Background: an optimization exercise with open tools, aiming at small area, a short achievable clock period and few clock cycles per item. Do not read the settings as production practice. At most, simulation tests tie the RTL to the original design; equivalence was not proved. Only the layout flow was run in runs 2 and 3; the RTL was not checked for function there. No activity file was given, so power comes from the tool's default toggle rates.

### design.v
module symcode_dec (
    input  wire         clk,
    input  wire         rst,
    input  wire         in_valid,
    output wire         in_ready,
    input  wire [639:0] in_word,
    input  wire         in_erase,
    input  wire [3:0]   in_erase_dev,
    output wire         out_valid,
    output wire [511:0] out_data,
    output wire [1:0]   out_status,
    output wire [4:0]   out_nerr
);
    localparam integer SYN_M = 10;             
    localparam integer SYN_T = 80 / SYN_M;     
    localparam integer NL    = 13;             
    localparam integer NS    = 16;             
    localparam integer NW    = 12;             
    localparam integer CH    = 8;              
    localparam integer NG    = 80 / CH;        
    function [7:0] gf_mul(input [7:0] a, input [7:0] b);
        integer i;
        reg [7:0] p, aa;
        begin
            p  = 8'd0;
            aa = a;
            for (i = 0; i < 8; i = i + 1) begin
                if (b[i]) p = p ^ aa;
                aa = {aa[6:0], 1'b0} ^ (aa[7] ? 8'h1d : 8'h00);
            end
            gf_mul = p;
        end
    endfunction
    function [7:0] gf_alpha(input integer n);
        integer i;
        reg [7:0] p;
        begin
            p = 8'd1;
            for (i = 0; i < (n % 255); i = i + 1)
                p = {p[6:0], 1'b0} ^ (p[7] ? 8'h1d : 8'h00);
            gf_alpha = p;
        end
    endfunction
    function [7:0] to_cf(input [7:0] a);
        to_cf = {a[5], a[2] ^ a[5] ^ a[6], a[1] ^ a[3] ^ a[4], a[4] ^ a[7], a[1] ^ a[6], a[7], a[1] ^ a[4] ^ a[7], a[0] ^ a[1] ^ a[3] ^ a[5]};
    endfunction
    function [7:0] from_cf(input [7:0] a);
        from_cf = {a[2], a[1] ^ a[3] ^ a[4], a[7], a[2] ^ a[4], a[1] ^ a[2] ^ a[5], a[1] ^ a[3] ^ a[4] ^ a[6] ^ a[7], a[1] ^ a[4], a[0] ^ a[2] ^ a[4] ^ a[5] ^ a[7]};
    endfunction
    function [3:0] gf16_mul(input [3:0] a, input [3:0] b);
        reg [6:0] p;
        begin
            p = ({7{b[0]}} & {3'd0, a}) ^ ({7{b[1]}} & {2'd0, a, 1'b0}) ^
                ({7{b[2]}} & {1'd0, a, 2'd0}) ^ ({7{b[3]}} & {a, 3'd0});
            gf16_mul = p[3:0] ^ {p[6:4], 1'b0} ^ {1'b0, p[6:4]};
        end
    endfunction
    function [3:0] gf16_inv(input [3:0] a);
        begin
            case (a)
                4'd0: gf16_inv = 4'd0;
                4'd1: gf16_inv = 4'd1;
                4'd2: gf16_inv = 4'd9;
                4'd3: gf16_inv = 4'd14;
                4'd4: gf16_inv = 4'd13;
                4'd5: gf16_inv = 4'd11;
                4'd6: gf16_inv = 4'd7;
                4'd7: gf16_inv = 4'd6;
                4'd8: gf16_inv = 4'd15;
                4'd9: gf16_inv = 4'd2;
                4'd10: gf16_inv = 4'd12;
                4'd11: gf16_inv = 4'd5;
                4'd12: gf16_inv = 4'd10;
                4'd13: gf16_inv = 4'd4;
                4'd14: gf16_inv = 4'd3;
                4'd15: gf16_inv = 4'd8;
                default: gf16_inv = 4'd0;
            endcase
        end
    endfunction
    function [7:0] cf_inv(input [7:0] c);
        reg [3:0] di;
        begin
            di = gf16_inv(gf16_mul(gf16_mul(c[7:4], c[7:4]), 4'd15) ^ gf16_mul(c[7:4], c[3:0]) ^ gf16_mul(c[3:0], c[3:0]));
            cf_inv = {gf16_mul(c[7:4], di), gf16_mul(c[7:4] ^ c[3:0], di)};
        end
    endfunction
    function [7:0] cf_mul(input [7:0] a, input [7:0] b);
        reg [3:0] hh, ll, mm;
        begin
            hh = gf16_mul(a[7:4], b[7:4]);
            ll = gf16_mul(a[3:0], b[3:0]);
            mm = gf16_mul(a[7:4] ^ a[3:0], b[7:4] ^ b[3:0]);
            cf_mul = {mm ^ ll, gf16_mul(hh, 4'd15) ^ ll};
        end
    endfunction
    function [7:0] dev_first_pow(input [3:0] d);
        begin
            case (d)
                4'd0: dev_first_pow = gf_alpha(79);
                4'd1: dev_first_pow = gf_alpha(71);
                4'd2: dev_first_pow = gf_alpha(63);
                4'd3: dev_first_pow = gf_alpha(55);
                4'd4: dev_first_pow = gf_alpha(47);
                4'd5: dev_first_pow = gf_alpha(39);
                4'd6: dev_first_pow = gf_alpha(31);
                4'd7: dev_first_pow = gf_alpha(23);
                4'd8: dev_first_pow = gf_alpha(15);
                default: dev_first_pow = gf_alpha(7);
            endcase
        end
    endfunction
    genvar g, h;
    integer i;
    reg        a_busy, b_busy, c_busy;
    reg  [3:0] a_cnt;
    reg        in_ready_r;
    reg        b_first, b_clean, b_fin;
    reg        c_out;
    reg        move_a, move_b;       
    reg  [8*NS-1:0] b_del;
    wire b_zero    = (b_del == {8*NS{1'b0}});        
    reg  [3:0] b_k;
    wire b_step    = b_busy & ~b_fin;
    wire b_last    = b_step & (b_k == 4'd15);          
    wire a_last  = (a_cnt == SYN_T - 1);
    wire c_leave = c_busy & c_out;
    wire accept  = in_ready_r & in_valid;
    assign in_ready = in_ready_r;
    reg [639:0] a_word;
    reg [127:0] a_syn;           
    reg         a_erase;
    reg  [3:0]  a_dev;
    wire [639:0] a_rot = {a_word[8*SYN_M-1:0], a_word[639:8*SYN_M]};
    reg [127:0] a_syn_nx;
    integer sk, si;
    always @(*) begin
        for (sk = 0; sk < 16; sk = sk + 1) begin
            a_syn_nx[8*sk +: 8] = gf_mul(a_syn[8*sk +: 8], gf_alpha(sk * SYN_M));
            for (si = 0; si < SYN_M; si = si + 1)
                a_syn_nx[8*sk +: 8] = a_syn_nx[8*sk +: 8] ^
                    gf_mul(a_word[8*si +: 8], gf_alpha(sk * (SYN_M - 1 - si)));
        end
    end
    always @(posedge clk) begin
        if (~a_busy | move_a) begin
            a_word  <= in_word;
            a_syn   <= 128'd0;
            a_erase <= in_erase;
            a_dev   <= in_erase_dev;
        end else if (a_busy & ~a_last) begin
            a_word <= a_rot;
            a_syn  <= a_syn_nx;
        end
    end
    reg [511:0]    b_data;
    reg [8*NS-1:0] b_the;        
    reg [8*NL-1:0] b_lam;
    reg [8*NL-1:0] b_bb;
    reg [7:0]      b_binv;       
    reg [7:0]      b_x;          
    reg [4:0]      b_len;
    reg            b_erase;
    reg            b_eph;        
    reg            b_canupd;     
    wire [7:0] delta   = b_del[7:0];
    wire [4:0] b_f     = b_erase ? 5'd8 : 5'd0;
    wire       bm_upd  = b_canupd & (delta != 8'd0);
    wire [4:0] len_upd = {1'b0, b_k} + 5'd1 + b_f - b_len;
    wire [7:0] coef    = b_eph ? b_x : gf_mul(b_binv, delta);
    reg [8*NL-1:0] lam_nx, bb_nx;
    reg [8*NS-1:0] del_nx, the_nx;
    always @(*) begin
        for (i = 0; i < NL; i = i + 1)
            lam_nx[8*i +: 8] = b_lam[8*i +: 8] ^
                               ((i == 0) ? 8'd0 : gf_mul(b_bb[8*(i-1) +: 8], coef));
        for (i = 0; i < NS; i = i + 1)
            del_nx[8*i +: 8] = b_del[8*((i + 1) % NS) +: 8] ^
                               gf_mul(b_the[8*i +: 8] & {8{(i != 15 - b_k)}}, coef);
        for (i = 0; i < NS; i = i + 1)
            the_nx[8*i +: 8] = b_eph  ? del_nx[8*i +: 8] :
                               bm_upd ? b_del[8*((i + 1) % NS) +: 8] :
                                        (b_the[8*i +: 8] & {8{(i != 15 - b_k)}});
        bb_nx = b_eph  ? lam_nx :
                bm_upd ? b_lam : {b_bb[8*NL-9:0], 8'd0};
    end
    wire [8*NL-1:0] lam_n = b_step ? lam_nx : b_lam;
    wire [8*NS-1:0] del_n = b_step ? del_nx : b_del;
    wire [4:0]      len_n = (b_step & bm_upd) ? len_upd : b_len;
    always @(posedge clk) begin
        if (move_a) begin
            b_data   <= a_rot[511:0];
            b_del    <= a_syn_nx;
            b_the    <= a_syn_nx;
            b_lam    <= {{8*NL-8{1'b0}}, 8'd1};
            b_bb     <= {{8*NL-8{1'b0}}, 8'd1};
            b_binv   <= 8'd1;
            b_x      <= dev_first_pow(a_dev);
            b_erase  <= a_erase;
            b_eph    <= a_erase;
            b_canupd <= ~a_erase;
            b_len    <= a_erase ? 5'd8 : 5'd0;
            b_k      <= 4'd0;
        end else if (b_step) begin
            b_lam    <= lam_nx;
            b_bb     <= bb_nx;
            b_del    <= del_nx;
            b_the    <= the_nx;
            if (bm_upd) b_binv <= from_cf(cf_inv(to_cf(delta)));
            b_len    <= len_n;
            b_x      <= gf_mul(b_x, gf_alpha(254));
            b_k      <= b_k + 4'd1;
            b_eph    <= b_erase & (b_k < 4'd7);
            b_canupd <= ~(b_erase & (b_k < 4'd7)) &
                        ({len_n, 1'b0} <= ({2'd0, b_k} + 6'd1 + {1'b0, b_f}));
        end
    end
    reg [511:0]    c_data;
    reg [8*NL-1:0] c_lam;        
    reg [8*NW-1:0] c_omg;        
    reg [4:0]      c_len;
    reg [3:0]      c_t1;         
    reg [6:0]      c_nroots;
    reg [4:0]      c_nerr;
    reg            c_p64, c_p72, c_s2last;
    reg [1:0]      st_r;
    reg [4:0]      nerr_r;
    reg            s2_v, s3_v;
    reg  [3:0]     s2_t, s3_t;
    reg  [CH-1:0]  s2_root, s3_root;
    reg  [8*CH-1:0] s2_os, s2_ws, s3_inv, s3_ws;     
    reg [511:0] o_data;
    reg [1:0]   o_status;
    reg [4:0]   o_nerr;
    reg         o_valid;
    always @(posedge clk) begin
        o_data   <= c_data;
        o_status <= st_r;
        o_nerr   <= nerr_r;
        o_valid  <= ~rst & c_out;
    end
    assign out_valid  = o_valid;
    assign out_data   = o_data;
    assign out_status = o_status;
    assign out_nerr   = o_nerr;
    wire c_scan = c_busy & ~c_out;
    reg  [4:0] c_f;
    wire c_too  = ({c_len, 1'b0} > (6'd16 + {1'b0, c_f}));
    wire c_fin  = (c_nroots == {2'd0, c_len}) | c_s2last | c_too;
    wire [CH-1:0]   e1_root;
    wire [8*CH-1:0] e1_os, e1_ws;
    generate
        for (h = 0; h < CH; h = h + 1) begin : g_lane
            reg [7:0] ls, os, ws;
            integer j;
            always @(*) begin
                ls = 8'd0;
                os = 8'd0;
                ws = 8'd0;
                for (j = 0; j < NL; j = j + 1) begin
                    ls = ls ^ gf_mul(c_lam[8*j +: 8], gf_alpha(255 * 13 - h * j));
                    if (j % 2 == 1)
                        os = os ^ gf_mul(c_lam[8*j +: 8], gf_alpha(255 * 13 - h * j));
                end
                for (j = 0; j < NW; j = j + 1)
                    ws = ws ^ gf_mul(c_omg[8*j +: 8], gf_alpha(255 * 13 - h * j));
            end
            assign e1_root[h]        = (ls == 8'd0);
            assign e1_os[8*h +: 8]   = to_cf(os);
            assign e1_ws[8*h +: 8]   = to_cf(ws);
        end
    endgenerate
    wire [CH-1:0]   e2_chg;
    wire [8*CH-1:0] e2_inv;
    generate
        for (h = 0; h < CH; h = h + 1) begin : g_div
            assign e2_inv[8*h +: 8] = cf_inv(s2_os[8*h +: 8]);
            assign e2_chg[h] = s2_root[h] & (s2_os[8*h +: 8] != 8'd0) & (s2_ws[8*h +: 8] != 8'd0);
        end
    endgenerate
    wire e2_ff = s2_root[7] & (s2_os[63:56] != 8'd0) &
                 (s2_ws[63:56] == to_cf(gf_mul(from_cf(s2_os[63:56]), 8'hff)));
    reg [3:0] nr_add, ne_add;
    always @(*) begin
        nr_add = 4'd0;
        ne_add = 4'd0;
        for (i = 0; i < CH; i = i + 1) begin
            nr_add = nr_add + {3'd0, s2_root[i]};
            ne_add = ne_add + {3'd0, e2_chg[i]};
        end
    end
    wire [8*CH-1:0] e3_val;
    generate
        for (h = 0; h < CH; h = h + 1) begin : g_val
            assign e3_val[8*h +: 8] = from_cf(cf_mul(s3_ws[8*h +: 8], s3_inv[8*h +: 8]));
        end
    endgenerate
    always @(posedge clk) begin
        s2_v    <= ~move_b & c_scan & (c_t1 < NG);
        s2_t    <= c_t1;
        s2_root <= e1_root;
        s2_os   <= e1_os;
        s2_ws   <= e1_ws;
        s3_v    <= ~move_b & s2_v;
        s3_t    <= s2_t;
        s3_root <= s2_root;
        s3_inv  <= e2_inv;
        s3_ws   <= s2_ws;
        if (move_b) begin
            c_data   <= b_data;
            c_lam    <= lam_n;
            c_omg    <= del_n[8*NW-1:0];
            c_len    <= len_n;
            c_f      <= b_f;
            c_t1     <= 4'd0;
            c_nroots <= 7'd0;
            c_nerr   <= 5'd0;
            c_p64    <= 1'b0;
            c_p72    <= 1'b0;
            c_s2last <= 1'b0;
            st_r     <= b_clean ? 2'd0 : 2'd3;
            nerr_r   <= 5'd0;
        end else if (c_scan) begin
            for (i = 0; i < NL; i = i + 1)
                c_lam[8*i +: 8] <= gf_mul(c_lam[8*i +: 8], gf_alpha(255 * 13 - CH * i));
            for (i = 0; i < NW; i = i + 1)
                c_omg[8*i +: 8] <= gf_mul(c_omg[8*i +: 8], gf_alpha(255 * 13 - CH * i));
            if (c_t1 < NG) c_t1 <= c_t1 + 4'd1;
            if (s2_v) begin
                c_nroots <= c_nroots + {3'd0, nr_add};
                c_nerr   <= c_nerr + {1'b0, ne_add};
                if (s2_t == 4'd1 && e2_ff) c_p64 <= 1'b1;
                if (s2_t == 4'd0 && e2_ff) c_p72 <= 1'b1;
                if (s2_t == NG - 1) c_s2last <= 1'b1;
            end
            if (s3_v)
                for (i = 0; i < 64; i = i + 1)
                    if ((s3_t == (79 - i) / CH) && s3_root[(79 - i) % CH])
                        c_data[8*i +: 8] <= c_data[8*i +: 8] ^ e3_val[8*((79 - i) % CH) +: 8];
            st_r   <= (c_too | (c_nroots != {2'd0, c_len})) ? 2'd3 :
                      ((c_nerr == 5'd2) & c_p64 & c_p72) ? 2'd2 :
                      (c_nerr != 5'd0) ? 2'd1 : 2'd0;
            nerr_r <= c_nerr;
        end
    end
    wire       a_busy_n  = accept | (a_busy & ~move_a);
    wire [3:0] a_cnt_n   = accept ? 4'd0 : (a_busy & ~a_last) ? a_cnt + 4'd1 : a_cnt;
    wire       a_last_n  = a_busy_n & (a_cnt_n == SYN_T - 1);
    wire       b_busy_n  = move_a | (b_busy & ~move_b);
    wire       b_clean_n = b_first ? b_zero : b_clean;
    wire       b_fin_n   = ~move_a & (b_fin | b_last);
    wire [3:0] b_k_n     = b_step ? b_k + 4'd1 : b_k;
    wire       b_last_n  = ~b_fin_n & (b_k_n == 4'd15);
    wire       b_done_n  = b_busy_n & ~move_a & (b_clean_n | b_fin_n | b_last_n);
    wire       c_busy_n  = move_b | (c_busy & ~c_leave);
    wire       c_out_n   = move_b ? b_clean : (c_scan & c_fin);
    wire take_c_n = ~c_busy_n | c_out_n;
    wire move_b_n = b_done_n & take_c_n;
    wire take_b_n = ~b_busy_n | move_b_n;
    wire move_a_n = a_last_n & take_b_n;
    wire take_a_n = ~a_busy_n | move_a_n;
    always @(posedge clk) begin
        if (rst) begin
            a_busy     <= 1'b0;
            b_busy     <= 1'b0;
            c_busy     <= 1'b0;
            c_out      <= 1'b0;
            a_cnt      <= 4'd0;
            in_ready_r <= 1'b1;
            move_a     <= 1'b0;
            move_b     <= 1'b0;
            b_first    <= 1'b0;
            b_clean    <= 1'b0;
            b_fin      <= 1'b0;
        end else begin
            a_busy     <= a_busy_n;
            b_busy     <= b_busy_n;
            c_busy     <= c_busy_n;
            c_out      <= c_out_n;
            a_cnt      <= a_cnt_n;
            in_ready_r <= take_a_n;
            move_a     <= move_a_n;
            move_b     <= move_b_n;
            b_first    <= move_a;
            b_clean    <= b_clean_n;
            b_fin      <= b_fin_n;
        end
    end
endmodule
### run.sh
#!/bin/bash
# synth_recipe.tcl (not shown) runs the flow's synth.tcl, then flattens the netlist and writes it again
# the make line also repeats each setting of config.mk as NAME=value (left out here)
make -C /OpenROAD-flow-scripts/flow DESIGN_CONFIG=/design/flow/config.mk WORK_HOME=/design/flow/orfs CLKGATE_MAP_FILE= SYNTH_SCRIPT=/design/flow/synth_recipe.tcl finish
### config.mk
export PLATFORM = sky130hd
export DESIGN_NAME = symcode_dec
export DESIGN_NICKNAME = symcode_dec
export VERILOG_FILES = /design/flow/design.v
export SDC_FILE = /design/flow/constraint.sdc
export NUM_CORES = 8
export LEC_CHECK = 0
export CAP_MARGIN = 30
export CORE_MARGIN = 2
export CORE_UTILIZATION = 45
export PLACE_DENSITY = 0.6
export SLEW_MARGIN = 20
### constraint.sdc
create_clock -name core_clock -period 20.0 [get_ports {clk}]
set_input_delay 4.0000 -clock core_clock [delete_from_list [all_inputs] [get_ports {clk}]]
set_output_delay 4.0000 -clock core_clock [all_outputs]
set_load 0.01 [all_outputs]
==> impl_metrics.tcl, run 1 <==
set metrics [dict create \
    grt_use_total_pct 49.2 \
    synth_adder_area_share_pct 0.886 \
    p_total_w 0.0570 \
    synth_compound_area_share_pct 6.49 \
    hold_violations 0 \
    critPathLaunch "b_binv[7]$_SDFFE_PP0P_" \
    endpoint_kind "flip-flop" \
    finish.utilization_pct 52.8 \
    worstPathArrival_ps 7890 \
    hpwl_mm 1000 \
    clock_sinks 3314 \
    post_cts_buffers 0 \
    power_frac_seq_pct 15.4 \
    synth_area_leaders "edfxtp_1, xnor2_1, dfxtp_1" \
    drt_iter0_drc 34100 \
    cts_tree "built" \
    antenna_found_initial 231 \
    synth-xor-area-share_pct 37.5 \
    worstReg2RegStart "b_binv[7]$_SDFFE_PP0P_" \
    h-tree-depth 5 \
    clockBufferDepth 4 \
    synth_cells 24300 \
    powerDensity_nw_per_um2 217 \
    viasPerCell 6.04 \
    synth_seq_cells 3314 \
    setup_viol 0 \
    finalSetupTns_ps 0 \
    drtAntennaViolNets 0 \
    avgRoutedWirePerCell_um 40.0 \
    syn-num-nets 25100 \
    synth_area_um2 225000 \
    grt_max_degree 220 \
    ir_drop_mv 1.74 \
    wl_mm 1300 \
    die_x_um 711 \
    core_area_um2 498000 \
    start_util_pct 45.2 \
    worstHoldStart "c_data[215]$_DFFE_PP_" \
    rsz0062_at_grt "false" \
    skew_ps 138 \
    p_sw_share_pct 52.2 \
    design.die.area_um2 505000 \
    yosysTopAreaCellShare_pct 27.3 \
    cts_root_buf "clkbuf_16" \
    syn2layout_area_growth_pct 16.9 \
    pwr-share-clk_pct 13.2 \
    boundaryPins 1169 \
    period_share_pct 35.7 \
    dr.pass1.iters 9 \
    yosys_warnings 2 \
    ctsHoldBuffers 0 \
    yosysTopAreaCell "edfxtp_1" \
    period_minus_slack_ps 7130 \
    hold_ws_ps 276 \
    grt_pass1_wl_mm 1670 \
    synth.most_common_cell "xnor2_1" \
    clk_pin_slew_ps 70 \
    portBuffers 1168 \
    max_freq_mhz 140 \
    synth_mux_area_share_pct 1.26 \
    num-nets-final 26100 \
    p_leak_nw 96.5 \
    synth_enable_flop_cells 2045 \
    postSynthAreaPerCell_um2 9.25 \
    grt_overflow_total 0 \
    worst-path-max-fanout 40 \
    min_path_type "reg -> reg" \
    rows 259 \
    async_reset_ff_share_pct 0 \
    place.gp.congestion 1.15 \
    drc_errors 0 \
    grt_pass1_vias 175000 \
    startpoint_type "flip-flop" \
    dp_cells 31500 \
    post_cts_resized 0 \
    vias 195000 \
    synth-main-ff-cell "edfxtp_1" \
    required_ps 20760 \
    maxCapViolCount 0 \
    status "timing/DRC/antenna clean" \
    layoutNonFillerInstCount 32400 \
    numCtsBuffers 372 \
    crit_type "reg -> reg" \
    drive_gt1_share_pct 7.72 \
    yosysUniqueCellTypes 92 \
    slew_headroom_pct 14.6 \
    yosys-top-cells-count "xnor2_1, nand2_1, xor2_1" \
    worst_pin_slew_ps 1280 \
    clock_latency_ps 1120 \
    synth_top_family_by_area "XOR/XNOR gates" \
    p_comb_share_pct 71.5 \
    power.internal_w 0.0272 \
    die_h_um 711 \
    yosysSeqAreaShare_pct 38.6 \
    maxSlewViolCount 0 \
    yosys.area_share.simple_pct 12.4 \
    p_sw_w 0.0297 \
]
-- kinds of logic after synthesis --
family | after synthesis
XOR/XNOR | 9363
AND/OR/NAND/NOR | 7031
flip-flops | 3314
AO/OA/AOI/OAI | 2492
buffers and inverters | 1684
multiplexers | 273
adder cells (fa/ha/maj) | 152
-- routing by layer --
layer,vias up,global-route usage (%),share of wire [%],wire [µm]
met1,95800,62.4,37,483000
met4,98,36.0,9.0,117000
li1,80700,-,-,-
met5,-,0.669,0.084,1090
met2,15600,66.0,39,501000
met3,3323,20.9,15,194000
-- power groups by stage --
stage	Combinational, W	Clock, W	Sequential (W)
finish	0.0407	0.00751	0.00875
global route	0.0418	0.00771	0.00876
CTS	0.0395	0.00747	0.00869
detailed placement	0.0393	0	0.00883
global placement	0.0388	0	0.00883
floorplan	0.0257	0	0.00834
-- worst paths after layout --
check	end	slack, ps	cells after the start
setup reg to reg	c_omg[82]$_DFFE_PP_	12870	17
setup / recovery	c_omg[82]$_DFFE_PP_	12870	17
hold / removal	o_data[215]$_DFF_P_	280	0
hold reg to reg	o_data[215]$_DFF_P_	280	0
-- flip-flops by register name (all words and copies together) (netlist names), 8 cells and up, named ones only --
name     cells
c_lam       96
b_the      128
c_omg       96
b_binv       8
b_del      128
b_x          8
b_bb        89
s3_root      8
s2_ws       64
b_lam       96
s3_inv      64
a_word     640
s2_os       64
a_syn      128
o_data     512
s3_ws       64
s2_root      8
b_data     512
c_data     512
-- per-stage QoR --
| step | cell area, µm² | setup WS [ps] |
|---|---|---|
| final | 263000 | 12870 |
| after global routing | 263000 | 12660 |
| after CTS | 262000 | 13120 |
| after detailed placement | 249000 | 13140 |
| after global placement | 248000 | 13200 |
| after floorplan | 225000 | 4010 |
-- worst max-delay path, stage by stage (launching register included) --
cell	delay, ps
dfxtp_1	720
xor2_1	520
xor2_1	180
nand2_1	90
xnor3_1	440
xnor2_1	240
buf_4	290
o21ai_4	720
buf_4	610
buf_4	590
buf_4	660
nor2_1	370
a2111oi_0	530
xnor2_1	170
nand2_1	80
xnor2_1	180
nor2_1	140
o22ai_1	90
-- layout by cell type (no fill, tap or decap), types with 38 or more instances in the layout --
master,synthesis,final
a211o_1,38,38
a211oi_1,157,157
a21oi_1,693,691
a22o_1,38,38
a22oi_1,61,61
a31oi_1,43,43
and2_1,41,39
and3_1,113,113
buf_4,3,875
bufinv_16,0,38
clkbuf_1,1293,59
clkbuf_16,0,386
clkbuf_8,0,41
clkdlybuf4s50_1,0,1168
clkinv_2,0,74
dfxtp_1,1269,1267
diode_2,0,126
edfxtp_1,2045,2045
ha_1,140,140
inv_1,130,128
mux2_2,45,45
mux2i_1,225,223
nand2_1,5070,5063
nand3_1,215,215
nor2_1,1207,1199
nor2b_1,45,42
nor3_1,140,135
nor4_1,70,67
o211ai_1,109,109
o21ai_0,1037,1024
o22ai_1,83,83
xnor2_1,6981,6805
xnor2_2,11,176
xnor3_1,149,148
xor2_1,2199,2137
xor2_2,12,51
-- area by class of cell --
class,count,area (µm²)
clock inverter,211,2750
tap,6655,8330
fill,45700,235000
multi-input combinational,19300,134000
antenna,126,315
sequential,3314,86800
inverter,135,539
clock buffer,486,10400
timing repair buffer,2119,19400
Testbench counts, summed over its fixed seeds: cycles 31,839, words 2,400.
==> inputs of run 2 (changes only) <==
--- a/design.v
+++ b/design.v
@@ -145,3 +145,3 @@
     always @(posedge clk) begin
-        if (~a_busy | move_a) begin
+        if (in_ready_r) begin
             a_word  <= in_word;
@@ -159,3 +159,3 @@
     reg [8*NL-1:0] b_bb;
-    reg [7:0]      b_binv;       
+    reg [7:0]      b_gam;
     reg [7:0]      b_x;          
@@ -163,9 +163,8 @@
     reg            b_erase;
-    reg            b_eph;        
-    reg            b_canupd;     
-    wire [7:0] delta   = b_del[7:0];
+    wire       b_eph   = b_erase & ~b_k[3];        
+    wire [7:0] delta   = b_eph ? b_x : b_del[7:0];
     wire [4:0] b_f     = b_erase ? 5'd8 : 5'd0;
-    wire       bm_upd  = b_canupd & (delta != 8'd0);
+    wire       bm_upd  = ~b_eph && (delta != 8'd0) &&
+                         ({b_len, 1'b0} <= ({2'd0, b_k} + {1'b0, b_f}));
     wire [4:0] len_upd = {1'b0, b_k} + 5'd1 + b_f - b_len;
-    wire [7:0] coef    = b_eph ? b_x : gf_mul(b_binv, delta);
     reg [8*NL-1:0] lam_nx, bb_nx;
@@ -174,7 +173,7 @@
         for (i = 0; i < NL; i = i + 1)
-            lam_nx[8*i +: 8] = b_lam[8*i +: 8] ^
-                               ((i == 0) ? 8'd0 : gf_mul(b_bb[8*(i-1) +: 8], coef));
+            lam_nx[8*i +: 8] = gf_mul(b_lam[8*i +: 8], b_gam) ^
+                               ((i == 0) ? 8'd0 : gf_mul(b_bb[8*(i-1) +: 8], delta));
         for (i = 0; i < NS; i = i + 1)
-            del_nx[8*i +: 8] = b_del[8*((i + 1) % NS) +: 8] ^
-                               gf_mul(b_the[8*i +: 8] & {8{(i != 15 - b_k)}}, coef);
+            del_nx[8*i +: 8] = gf_mul(b_del[8*((i + 1) % NS) +: 8], b_gam) ^
+                               gf_mul(b_the[8*i +: 8] & {8{(i != 15 - b_k)}}, delta);
         for (i = 0; i < NS; i = i + 1)
@@ -191,26 +190,21 @@
         if (move_a) begin
-            b_data   <= a_rot[511:0];
-            b_del    <= a_syn_nx;
-            b_the    <= a_syn_nx;
-            b_lam    <= {{8*NL-8{1'b0}}, 8'd1};
-            b_bb     <= {{8*NL-8{1'b0}}, 8'd1};
-            b_binv   <= 8'd1;
-            b_x      <= dev_first_pow(a_dev);
-            b_erase  <= a_erase;
-            b_eph    <= a_erase;
-            b_canupd <= ~a_erase;
-            b_len    <= a_erase ? 5'd8 : 5'd0;
-            b_k      <= 4'd0;
+            b_data  <= a_rot[511:0];
+            b_del   <= a_syn_nx;
+            b_the   <= a_syn_nx;
+            b_lam   <= {{8*NL-8{1'b0}}, 8'd1};
+            b_bb    <= {{8*NL-8{1'b0}}, 8'd1};
+            b_gam   <= 8'd1;
+            b_x     <= dev_first_pow(a_dev);
+            b_erase <= a_erase;
+            b_len   <= a_erase ? 5'd8 : 5'd0;
+            b_k     <= 4'd0;
         end else if (b_step) begin
-            b_lam    <= lam_nx;
-            b_bb     <= bb_nx;
-            b_del    <= del_nx;
-            b_the    <= the_nx;
-            if (bm_upd) b_binv <= from_cf(cf_inv(to_cf(delta)));
-            b_len    <= len_n;
-            b_x      <= gf_mul(b_x, gf_alpha(254));
-            b_k      <= b_k + 4'd1;
-            b_eph    <= b_erase & (b_k < 4'd7);
-            b_canupd <= ~(b_erase & (b_k < 4'd7)) &
-                        ({len_n, 1'b0} <= ({2'd0, b_k} + 6'd1 + {1'b0, b_f}));
+            b_lam <= lam_nx;
+            b_bb  <= bb_nx;
+            b_del <= del_nx;
+            b_the <= the_nx;
+            if (bm_upd) b_gam <= delta;
+            b_len <= len_n;
+            b_x   <= gf_mul(b_x, gf_alpha(254));
+            b_k   <= b_k + 4'd1;
         end
@@ -231,16 +225,6 @@
     reg  [8*CH-1:0] s2_os, s2_ws, s3_inv, s3_ws;     
-    reg [511:0] o_data;
-    reg [1:0]   o_status;
-    reg [4:0]   o_nerr;
-    reg         o_valid;
-    always @(posedge clk) begin
-        o_data   <= c_data;
-        o_status <= st_r;
-        o_nerr   <= nerr_r;
-        o_valid  <= ~rst & c_out;
-    end
-    assign out_valid  = o_valid;
-    assign out_data   = o_data;
-    assign out_status = o_status;
-    assign out_nerr   = o_nerr;
+    assign out_valid  = c_out;
+    assign out_data   = c_data;
+    assign out_status = st_r;
+    assign out_nerr   = nerr_r;
     wire c_scan = c_busy & ~c_out;
==> impl_metrics.tcl, run 2 <==
set metrics [dict create \
    status "timing/DRC/antenna clean" \
    fill_cells 51100 \
    design.die.area_um2 565000 \
    p_sw_w 0.0332 \
    clock_sinks 2815 \
    synth_seq_cells 2815 \
    avgRoutedWirePerCell_um 42.9 \
    worst_pin_slew_ps 1280 \
    syn2layout_area_growth_pct 14.8 \
    die_x_um 752 \
    wl_mm 1520 \
    synth.most_common_cell "xnor2_1" \
    die_h_um 752 \
    dr.pass1.iters 9 \
    hold_violations 0 \
    maxSlewViolCount 0 \
    async_reset_ff_share_pct 0 \
    num-nets-final 28200 \
    p_sw_share_pct 53.7 \
    maxCapViolCount 0 \
    powerDensity_nw_per_um2 214 \
    grt_use_total_pct 51.6 \
    worst-path-max-fanout 77 \
    final_common_cell "xnor2_1" \
    power.internal_w 0.0287 \
    grt_max_degree 212 \
    required_ps 20870 \
    final_cell_mix "xnor2_1, nand2_1, xor2_1, edfxtp_1, nor2_1" \
    power_frac_seq_pct 13.2 \
    clockBufferDepth 4 \
    drt_iter0_drc 40600 \
    ff2ff_setup_slack_ps 13040 \
    core_area_um2 557000 \
    post-place-ws_ps 13570 \
    setup_viol 0 \
    rsz0062_at_grt "false" \
    p_comb_share_pct 76.1 \
    largestRegisters "a_word x640, b_data x512, c_data x512" \
    post_cts_buffers 0 \
    p_leak_nw 106 \
    cts_root_buf "clkbuf_16" \
    finish.utilization_pct 51.8 \
    numCtsBuffers 337 \
    startpoint_type "flip-flop" \
    viasPerCell 6.26 \
    synth_area_leaders "xnor2_1, edfxtp_1, xor2_1" \
    yosys_warnings 2 \
    rows 274 \
    clk_pin_slew_ps 60 \
    period_minus_slack_ps 6960 \
    largest_register_ffs 640 \
    antenna_found_initial 291 \
    skew_ps 118 \
    post_cts_resized 0 \
    syn-num-nets 27600 \
    drive_gt1_share_pct 10.2 \
    holdPathEnd "s3_ws[14]$_DFF_P_" \
    yosys-top-cells-count "xnor2_1, nand2_1, xor2_1" \
    max_freq_mhz 144 \
    worstReg2RegStart "b_k[3]$_SDFF_PP0_" \
    period_share_pct 34.8 \
    grt_pass1_wl_mm 1950 \
    grt_overflow_total 0 \
    min_path_cells 0 \
    yosysUniqueCellTypes 83 \
    ctsHoldBuffers 0 \
    yosysTopAreaCellShare_pct 28.1 \
    slew_headroom_pct 13.8 \
    finalSetupTns_ps 0 \
    clock_latency_ps 1130 \
    critPathLaunch "b_k[3]$_SDFF_PP0_" \
    ir_drop_mv 0.431 \
    place.gp.congestion 1.11 \
    r2r-end "b_the[56]$_DFFE_PP_" \
    yosysSeqAreaShare_pct 30.6 \
    portBuffers 1168 \
    yosysTopAreaCell "xnor2_1" \
    h-tree-depth 5 \
    endpoint_kind "flip-flop" \
    worstHoldStart "s2_ws[14]$_DFF_P_" \
    crit_type "reg -> reg" \
    synth-main-ff-cell "edfxtp_1" \
    min_path_type "reg -> reg" \
    setup_slack_ps 13040 \
    cts_tree "built" \
    vias 222000 \
    worstPathArrival_ps 7830 \
    start_util_pct 45.2 \
    pwr-share-clk_pct 10.7 \
    postSynthAreaPerCell_um2 9.36 \
    reg2reg_depth 15 \
    boundaryPins 1169 \
    synth_enable_flop_cells 2051 \
    grt_pass1_vias 197000 \
    largest_register "a_word" \
    synth_area_um2 251000 \
    drtAntennaViolNets 0 \
    synth_cells 26900 \
    drc_errors 0 \
    hpwl_mm 1170 \
]
## run 2: cell families after synthesis
group	after synthesis	share of synthesized area (%)
flops	2815	30.6
fa+ha+maj	142	0.742
mux	1133	4.90
buf+inv	2236	3.54
simple gates	6576	10.5
xor+xnor	11400	43.6
compound gates	2565	6.15
## run 2: how the worst max path moves through the flow
| stage | depth (start not counted) | endpoint |
|---|---|---|
| after floorplan | 5 | a_word[0]$_DFFE_PP_ |
| after global placement | 15 | b_the[123]$_DFFE_PP_ |
| after detailed placement | 15 | b_the[59]$_DFFE_PP_ |
| after CTS | 1 | out_data[415] |
| after global routing | 16 | b_the[70]$_DFFE_PP_ |
| final | 15 | b_the[56]$_DFFE_PP_ |
## run 2: power by group through the flow
stage | Combinational [W] | Sequential, W | Clock (W)
6_report | 0.0471 | 0.00817 | 0.00660
5_1_grt | 0.0475 | 0.00813 | 0.00673
4_1_cts | 0.0453 | 0.00806 | 0.00653
3_5_place_dp | 0.0450 | 0.00818 | 0
3_3_place_gp | 0.0443 | 0.00820 | 0
2_1_floorplan | 0.0279 | 0.00718 | 0
## run 2: worst max-delay path, cell delays in order (launching register included)
cell	delay, ps
dfxtp_1	300
buf_4	320
inv_1	290
ha_4	510
buf_4	680
mux2_8	670
buf_4	360
nor4_1	640
nand3_1	240
o211ai_1	260
buf_4	600
buf_4	830
and3_1	260
a211oi_1	50
a211o_1	320
nand2_1	80
## run 2: layer usage
metal | global-route usage, % | wire, µm
met5 | 4.21 | 4470
met4 | 38.8 | 140000
met3 | 25.4 | 241000
met2 | 68.7 | 587000
met1 | 63.1 | 549000
## run 2: through the flow
| step | hold slack (ps) | power, W | std cells | area [µm²] |
|---|---|---|---|---|
| finish | 345 | 0.0619 | 35500 | 289000 |
| CTS | 347 | 0.0599 | 35100 | 287000 |
| global placement | 337 | 0.0525 | 34300 | 274000 |
| detailed placement | 340 | 0.0532 | 34500 | 276000 |
| global route | 358 | 0.0624 | 35300 | 288000 |
| floorplan | 323 | 0.0351 | 26900 | 251000 |
## run 2: cell type report
class                      instances  area, µm²  share of cell area (%)
timing repair buffer            2270      21100                    7.32
multi-input combinational      21800     168000                    58.3
clock buffer                     436       9240                    3.20
antenna                          317        793                   0.275
inverter                         200        785                   0.272
clock inverter                   190       2090                   0.724
tap                             7452       9320                    3.23
sequential                      2815      76900                    26.7
==> inputs of run 3 (changes only) <==
--- a/design.v
+++ b/design.v
@@ -119,5 +119,5 @@
     reg        c_out;
-    reg        move_a, move_b;       
     reg  [8*NS-1:0] b_del;
     wire b_zero    = (b_del == {8*NS{1'b0}});        
+    wire b_isclean = b_first ? b_zero : b_clean;
     reg  [3:0] b_k;
@@ -125,4 +125,9 @@
     wire b_last    = b_step & (b_k == 4'd15);          
+    wire b_done    = b_busy & (b_isclean | b_fin | b_last);
     wire a_last  = (a_cnt == SYN_T - 1);
     wire c_leave = c_busy & c_out;
+    wire take_c  = ~c_busy | c_leave;
+    wire move_b  = b_done & take_c;
+    wire take_b  = ~b_busy | move_b;
+    wire move_a  = a_busy & a_last & take_b;
     wire accept  = in_ready_r & in_valid;
@@ -230,5 +235,3 @@
     wire c_scan = c_busy & ~c_out;
-    reg  [4:0] c_f;
-    wire c_too  = ({c_len, 1'b0} > (6'd16 + {1'b0, c_f}));
-    wire c_fin  = (c_nroots == {2'd0, c_len}) | c_s2last | c_too;
+    wire c_fin  = (c_nroots == {2'd0, c_len}) | c_s2last;
     wire [CH-1:0]   e1_root;
@@ -281,2 +284,3 @@
     endgenerate
+    wire c_too = ({len_n, 1'b0} > (6'd16 + {1'b0, b_f}));
     always @(posedge clk) begin
@@ -297,3 +301,2 @@
             c_len    <= len_n;
-            c_f      <= b_f;
             c_t1     <= 4'd0;
@@ -304,3 +307,3 @@
             c_s2last <= 1'b0;
-            st_r     <= b_clean ? 2'd0 : 2'd3;
+            st_r     <= b_isclean ? 2'd0 : 2'd3;
             nerr_r   <= 5'd0;
@@ -323,3 +326,3 @@
                         c_data[8*i +: 8] <= c_data[8*i +: 8] ^ e3_val[8*((79 - i) % CH) +: 8];
-            st_r   <= (c_too | (c_nroots != {2'd0, c_len})) ? 2'd3 :
+            st_r   <= (c_nroots != {2'd0, c_len}) ? 2'd3 :
                       ((c_nerr == 5'd2) & c_p64 & c_p72) ? 2'd2 :
@@ -331,3 +334,3 @@
     wire [3:0] a_cnt_n   = accept ? 4'd0 : (a_busy & ~a_last) ? a_cnt + 4'd1 : a_cnt;
-    wire       a_last_n  = a_busy_n & (a_cnt_n == SYN_T - 1);
+    wire       a_last_n  = (a_cnt_n == SYN_T - 1);
     wire       b_busy_n  = move_a | (b_busy & ~move_b);
@@ -336,11 +339,9 @@
     wire [3:0] b_k_n     = b_step ? b_k + 4'd1 : b_k;
-    wire       b_last_n  = ~b_fin_n & (b_k_n == 4'd15);
-    wire       b_done_n  = b_busy_n & ~move_a & (b_clean_n | b_fin_n | b_last_n);
+    wire       b_last_n  = b_busy_n & ~b_fin_n & (b_k_n == 4'd15);
     wire       c_busy_n  = move_b | (c_busy & ~c_leave);
-    wire       c_out_n   = move_b ? b_clean : (c_scan & c_fin);
+    wire       c_out_n   = move_b ? (b_isclean | c_too) : (c_scan & c_fin);
     wire take_c_n = ~c_busy_n | c_out_n;
-    wire move_b_n = b_done_n & take_c_n;
-    wire take_b_n = ~b_busy_n | move_b_n;
-    wire move_a_n = a_last_n & take_b_n;
-    wire take_a_n = ~a_busy_n | move_a_n;
+    wire b_done_n = b_busy_n & ~move_a & (b_clean_n | b_fin_n | b_last_n);
+    wire take_b_n = ~b_busy_n | (b_done_n & take_c_n);
+    wire take_a_n = ~a_busy_n | (a_last_n & take_b_n);
     always @(posedge clk) begin
@@ -353,4 +354,2 @@
             in_ready_r <= 1'b1;
-            move_a     <= 1'b0;
-            move_b     <= 1'b0;
             b_first    <= 1'b0;
@@ -365,4 +364,2 @@
             in_ready_r <= take_a_n;
-            move_a     <= move_a_n;
-            move_b     <= move_b_n;
             b_first    <= move_a;
--- a/config.mk
+++ b/config.mk
@@ -7,6 +7,6 @@
 export LEC_CHECK = 0
-export CAP_MARGIN = 30
+export CAP_MARGIN = 20
 export CORE_MARGIN = 2
-export CORE_UTILIZATION = 45
-export PLACE_DENSITY = 0.6
+export CORE_UTILIZATION = 25
+export PLACE_DENSITY = 0.35
 export SLEW_MARGIN = 20
==> impl_metrics.tcl, run 3 <==
set metrics [dict create \
    status "timing/DRC/antenna clean" \
    clockBufferDepth 5 \
    startpoint_type "flip-flop" \
    min_path_type "reg -> reg" \
    maxCapViolCount 0 \
    cts_root_buf "clkbuf_16" \
    grt_max_degree 144 \
    postSynthAreaPerCell_um2 9.45 \
    cts_tree "built" \
    crit_buf_inv 6 \
    worstPathArrival_ps 10350 \
    p_sw_share_pct 55.8 \
    die_h_mm 1.01 \
    final_common_cell "xnor2_1" \
    crit_type "reg -> reg" \
    yosysTopAreaCell "xnor2_1" \
    setup_viol 0 \
    drive_gt1_share_pct 9.99 \
    antenna_found_initial 401 \
    drt_iter0_drc 26500 \
    yosys-top-cells-count "xnor2_1, nand2_1, xor2_1" \
    cpMostUsedCell "buf_4" \
    num-nets-final 28000 \
    period_minus_slack_ps 9660 \
    post_cts_resized 0 \
    grt_pass1_wl_mm 2020 \
    grt_use_total_pct 29.6 \
    place.gp.congestion 1.02 \
    drtAntennaViolNets 0 \
    syn2layout_area_growth_pct 17.0 \
    h-tree-depth 5 \
    pwr-share-clk_pct 13.5 \
    vias 207000 \
    period_share_pct 48.3 \
    die_x_mm 1.01 \
    yosys_warnings 2 \
    hpwl_mm 1220 \
    p_total_w 0.0526 \
    dr.pass1.iters 5 \
    grt_overflow_total 0 \
    largest_register "a_word" \
    p_sw_w 0.0293 \
    rows 369 \
    viasPerCell 5.05 \
    yosysUniqueCellTypes 83 \
    design.die.area_um2 1020000 \
    finalSetupTns_ps 0 \
    yosysSeqAreaShare_pct 30.4 \
    p_leak_nw 104 \
    portBuffers 1168 \
    max_freq_mhz 103 \
    hold_violations 0 \
    ir_drop_mv 0.423 \
    post_cts_buffers 0 \
    yosysTopAreaCellShare_pct 27.4 \
    ctsHoldBuffers 0 \
    core_area_um2 1010000 \
    synth_area_leaders "xnor2_1, edfxtp_1, xor2_1" \
    synth_area_um2 253000 \
    p_comb_share_pct 71.8 \
    power_frac_seq_pct 14.7 \
    rsz0062_at_grt "false" \
    clock_sinks 2812 \
    clk_pin_slew_ps 60 \
    crit_family "buffers and inverters" \
    final_cell_mix "xnor2_1, nand2_1, xor2_1, edfxtp_1, nor2_1" \
    async_reset_ff_share_pct 0 \
    synth_cells 26800 \
    maxSlewViolCount 0 \
    numCtsBuffers 388 \
    power.internal_w 0.0232 \
    wl_mm 1580 \
    crit_chain "nor4_1 -> nand4_1 -> nor4_1 -> a41oi_2 -> nand2_1 -> nand3_4 -> a21o_4 -> inv_8 -> buf_12 -> buf_4 -> buf_4 -> buf_4 -> buf_4" \
    synth-main-ff-cell "edfxtp_1" \
    drc_errors 0 \
    synth_seq_cells 2812 \
    start_util_pct 25.1 \
    synth_enable_flop_cells 2050 \
    endpoint_kind "flip-flop" \
    avgRoutedWirePerCell_um 38.4 \
    grt_pass1_vias 193000 \
    cpPeakStageDelay_ps 980 \
    worst-path-max-fanout 127 \
    ff2ff_setup_slack_ps 10340 \
    largestRegisters "a_word x640, b_data x512, c_data x512" \
    worst_pin_slew_ps 1370 \
    required_ps 20690 \
    powerDensity_nw_per_um2 178 \
    skew_ps 192 \
    clock_latency_ps 1110 \
    syn-num-nets 27600 \
    boundaryPins 1169 \
    largest_register_ffs 640 \
    slew_headroom_pct 8.23 \
    synth.most_common_cell "xnor2_1" \
    crit_path_top_delay_cell "nor4_1" \
]
-- run 3: metrics by stage --
stage	utilization (%)	hold slack [ps]	cell area, µm²	std cells	setup WS [ps]
6_report	29.3	294	296000	41000	10340
5_1_grt	29.3	316	296000	40900	10150
4_1_cts	29.3	304	296000	40900	10480
3_5_place_dp	28.1	340	283000	40200	10460
3_3_place_gp	28.0	343	283000	40200	10370
2_1_floorplan	-	331	253000	26800	2030
-- run 3: layout make-up --
| cell class | instances | area [µm²] |
|---|---|---|
| Antenna cell | 142 | 355 |
| Clock buffer | 506 | 10600 |
| Sequential cell | 2812 | 76900 |
| Fill cell | 106000 | 713000 |
| Inverter | 182 | 724 |
| Timing Repair Buffer | 2158 | 19500 |
| Clock inverter | 173 | 1630 |
| Multi-Input combinational cell | 21700 | 170000 |
| Tap cell | 13400 | 16700 |
-- run 3: power by group through the flow --
stage | Clock, W | Combinational (W) | Sequential (W)
after floorplan | 0 | 0.0187 | 0.00707
after global placement | 0 | 0.0371 | 0.00781
after detailed placement | 0 | 0.0370 | 0.00782
after CTS | 0.00720 | 0.0372 | 0.00771
after global routing | 0.00738 | 0.0378 | 0.00778
final | 0.00709 | 0.0378 | 0.00774
-- run 3: worst paths after layout --
kind,start,to,cells past startpoint
worst max register to register,b_del[52]$_DFF_P_,b_data[264]$_DFFE_PP_,13
worst max-delay path,b_del[52]$_DFF_P_,b_data[264]$_DFFE_PP_,13
worst min-delay path,s2_ws[38]$_DFF_P_,s3_ws[38]$_DFF_P_,0
worst min register to register,s2_ws[38]$_DFF_P_,s3_ws[38]$_DFF_P_,0
-- run 3: cells by family after synthesis --
kind of cell    synth area share (%)
simple gates                    10.4
xor+xnor                        44.0
buf+inv                         3.48
mux                             4.83
compound gates                  6.16
flops                           30.4
fa+ha+maj                      0.738
-- run 3: per-layer routing --
layer | share of wire [%] | GRT usage (%) | routed length (µm) | vias up
met5 | 0.034 | 0 | 529 | -
met4 | 5.1 | 12.8 | 81200 | 78
met3 | 7.5 | 5.65 | 119000 | 2160
met2 | 43 | 45.0 | 679000 | 9772
met1 | 44 | 41.0 | 699000 | 107000
li1 | - | - | - | 88700

## port drivers added, routing unchanged
The flow's constraints put no driver on any port. The routed layouts listed below were extracted and timed again, unchanged, in two steps.
Step 1 sets driving cells, clkbuf_16 on the clock port and buf_2 on the other inputs (assumed; they add their load-dependent delay and slew).
Step 2 also shifts input and output timing later by t, the mid clock arrival at the registers, as if the neighbouring blocks saw the same clock.
Slacks: ideal / step 1 / step 2; pairs: ideal / step 1.
run	t, ns	setup WS [ns]	worst slew at a driven data input, ns
run 1	1.155	12.867 / 12.867 / 12.867	0.29
run 2	1.220	13.039 / 13.039 / 13.039	0.36
run 3	1.173	10.336 / 10.336 / 10.336	0.41
After both steps every run listed still meets setup and hold.
